From an optimization exercise on the open Yosys and OpenROAD flow, aimed at small area and a short achievable clock period; shortcuts taken in it are not production practice. In this exercise RTL edits were held to simulation tests only and were not proved equivalent to the original. No activity file was given, so power comes from the tool's default toggle rates.

== branch xenon ==
==> flow/design.v (excerpt) <==
module dram_addr_map (
    input  wire        clk,
    input  wire        rst,             
    input  wire [1:0]  cfg_bays,        
    input  wire [1:0]  cfg_first_quad,  
    input  wire [15:0] cfg_chan_mask,   
    input  wire [9:0]  cfg_cap_gib,     
    input  wire [2:0]  cfg_log2_nr,     
    input  wire        in_valid,
    input  wire [42:0] in_pa,
    output reg         out_valid,
    output reg  [3:0]  out_bay,
    output reg  [15:0] out_set,
    output reg  [20:0] out_tag,
    output reg         out_edge,
    output reg  [1:0]  out_slot,
    output reg  [3:0]  out_chan,
    output reg  [32:0] out_line,
    output reg         out_sub,
    output reg  [10:0] out_col,
    output reg  [2:0]  out_bg,
    output reg  [1:0]  out_bank,
    output reg  [3:0]  out_rank,
    output reg  [19:0] out_row
);
For scale: about 260 flip-flops, ~200 I/O pins, ~0.016 mm^2 of cells after synthesis.
Settings: LEC_CHECK=0, ABC_AREA=1, CAP_MARGIN=20, CORE_MARGIN=2, CORE_UTILIZATION=40, CTS_CLUSTER_DIAMETER=100, CTS_CLUSTER_SIZE=27, SLEW_MARGIN=20; clock period 22.0 ns.
standard.sh (not shown) runs the stock make flow with config.mk's settings and CLKGATE_MAP_FILE= SYNTH_SCRIPT=/design/flow/synth_recipe.tcl, a recipe that flattens the netlist after the stock synthesis.
==> flow/flow/run.sh <==
#!/bin/bash
# Standard layout, with plain buf_2 cells as the port buffers (the default
# choice is a slow delay buffer), and timing repair aimed at a 16.5 ns setup
# margin on the design's clock (the SDC is unchanged).
set -euo pipefail
export BUFFER_PORTS_ARGS="-buffer_cell sky130_fd_sc_hd__buf_2"
export SETUP_SLACK_MARGIN=16.5
bash standard.sh > standard.log 2>&1
Here is what was changed in the inputs of branch violet compared with branch xenon.
Settings: CTS_CLUSTER_SIZE removed (was 27); CTS_CLUSTER_DIAMETER removed (was 100).
==> flow/flow/run.sh <==
#!/bin/bash
# Standard layout, with plain buf_1 cells as the port buffers (the default
# choice is a slow delay buffer), and timing repair aimed at a 16.6 ns setup
# margin on the design's clock (the SDC is unchanged).
set -euo pipefail
export BUFFER_PORTS_ARGS="-buffer_cell sky130_fd_sc_hd__buf_1"
export SETUP_SLACK_MARGIN=16.6
bash standard.sh > standard.log 2>&1
### Flow results
Looking at branch violet and branch xenon, the data arrival time of the critical path is a wash.
Routed wire length ends up higher on branch violet.
Compared to branch xenon, branch violet shows a wider setup margin.
[branch violet] clock share of power rose 7.6 points relative to branch xenon

== maple ==
Starting RTL as in the previous note.
==> flow/design.v (excerpt) <==
module dram_addr_map (
    input  wire        clk,
    input  wire        rst,             
    input  wire [1:0]  cfg_bays,        
    input  wire [1:0]  cfg_first_quad,  
    input  wire [15:0] cfg_chan_mask,   
    input  wire [9:0]  cfg_cap_gib,     
    input  wire [2:0]  cfg_log2_nr,     
    input  wire        in_valid,
    input  wire [42:0] in_pa,
    output reg         out_valid,
    output reg  [3:0]  out_bay,
    output reg  [15:0] out_set,
    output reg  [20:0] out_tag,
    output reg         out_edge,
    output reg  [1:0]  out_slot,
    output reg  [3:0]  out_chan,
    output reg  [32:0] out_line,
    output reg         out_sub,
    output reg  [10:0] out_col,
    output reg  [2:0]  out_bg,
    output reg  [1:0]  out_bank,
    output reg  [3:0]  out_rank,
    output reg  [19:0] out_row
);
clock: 22.0 ns
lec_check: 0
abc_area: 1
cap_margin: 20
core_margin: 2
core_utilization: 60
cts_cluster_diameter: 100
cts_cluster_size: 27
slew_margin: 20
==> flow/flow/run.sh <==
#!/bin/bash
# Standard layout, with plain buf_2 cells as the port buffers (the default
# choice is a slow delay buffer), and timing repair aimed at a 16.5 ns setup
# margin on the design's clock (the SDC is unchanged).
set -euo pipefail
export BUFFER_PORTS_ARGS="-buffer_cell sky130_fd_sc_hd__buf_2"
export SETUP_SLACK_MARGIN=16.5
bash standard.sh > standard.log 2>&1
maple: all stages complete, timing, DRC and antenna checks passed
Changes in nickel relative to maple:
- CTS_CLUSTER_SIZE no longer set, was 27
- CTS_CLUSTER_DIAMETER no longer set, was 100
- CORE_UTILIZATION now 40, was 60
-- flow/flow/run.sh --
<<< maple, line 3
# choice is a slow delay buffer), and timing repair aimed at a 16.5 ns setup
>>> nickel, line 3
# choice is a slow delay buffer), and timing repair aimed at a 16.6 ns setup
<<< maple, line 7
export SETUP_SLACK_MARGIN=16.5
>>> nickel, line 7
export SETUP_SLACK_MARGIN=16.6
==> comparison <==
nickel reached the final stage; the timing, DRC and antenna checks on its layout passed.
Going from maple to nickel, multi-input combinational cell count has remained practically unchanged, overall die area +49%, via count of the first global-routing pass now sits higher, effective utilization at floorplan went down by 20 points, switching power of the nets rose about 8%.
From maple to nickel the numbers moved as follows: number of non-filler instances in the completed layout has increased; number of clock-tree buffers in the layout has increased; highest ir drop seen on vdd has decreased.
Changes in ember relative to nickel:
- putting CTS_CLUSTER_SIZE at 27 where nothing was set
- putting CTS_CLUSTER_DIAMETER at 100 where nothing was set
- swapping 1 for 0 in ABC_AREA
==> flow/flow/run.sh <==
#!/bin/bash
# Standard layout, with plain buf_1 cells as the port buffers (the default
# choice is a slow delay buffer), and timing repair aimed at a 16.5 ns setup
# margin on the design's clock (the SDC is unchanged).
set -euo pipefail
export BUFFER_PORTS_ARGS="-buffer_cell sky130_fd_sc_hd__buf_1"
export SETUP_SLACK_MARGIN=16.5
bash standard.sh > standard.log 2>&1
Results
The layer with the highest usage after global routing comes out met1 in one run and met2 in the other, namely in ember and nickel respectively. Measured against each other, ember and nickel differ in maximum fanout encountered on the critical timing path, the higher figure coming from ember. In ember the final area turned out about 1.8% lower than in nickel. ember vs. nickel: share of total power in sequential cells went up by 2.0 points; register area share after synthesis now larger. Compared with nickel, the detailed router inserted fewer vias in ember. Measured against each other, ember and nickel differ in number of cells on the critical path, the lower figure coming from nickel. For the global routing met3 resource utilization, ember came in 0.38 points lower than nickel did.

## port drivers added, routing unchanged
Ports are ideal in the flow. The routed layouts listed here were re-timed in OpenROAD.
Step 1, drivers: a clkbuf_16 drives clk and a buf_2 each remaining input, both assumed.
Step 2 adds t to the input delays and takes it off the output delays; t is the mean of the earliest and latest rising clock arrival at the registers after step 1. Input paths then give back, and output paths get back, about the clock's delay inside the block.
a / b / c = no drivers / after step 1 / after step 2; a / b = the first two.
run | t (ns) | setup slack, ns | worst slew at a driven data input, ns
branch xenon | 0.550 | 16.578 / 16.524 / 16.113 | 0.04
branch violet | 0.601 | 16.585 / 16.532 / 16.228 | 0.04
maple | 0.540 | 16.522 / 16.470 / 16.170 | 0.04
nickel | 0.599 | 16.591 / 16.538 / 16.154 | 0.05
ember | 0.549 | 16.555 / 16.504 / 16.209 | 0.05
After both steps every run listed still meets setup and hold. For branch xenon, which loses most, drivers alone change the setup slack by -0.054 ns; drivers and shift together by -0.465 ns.
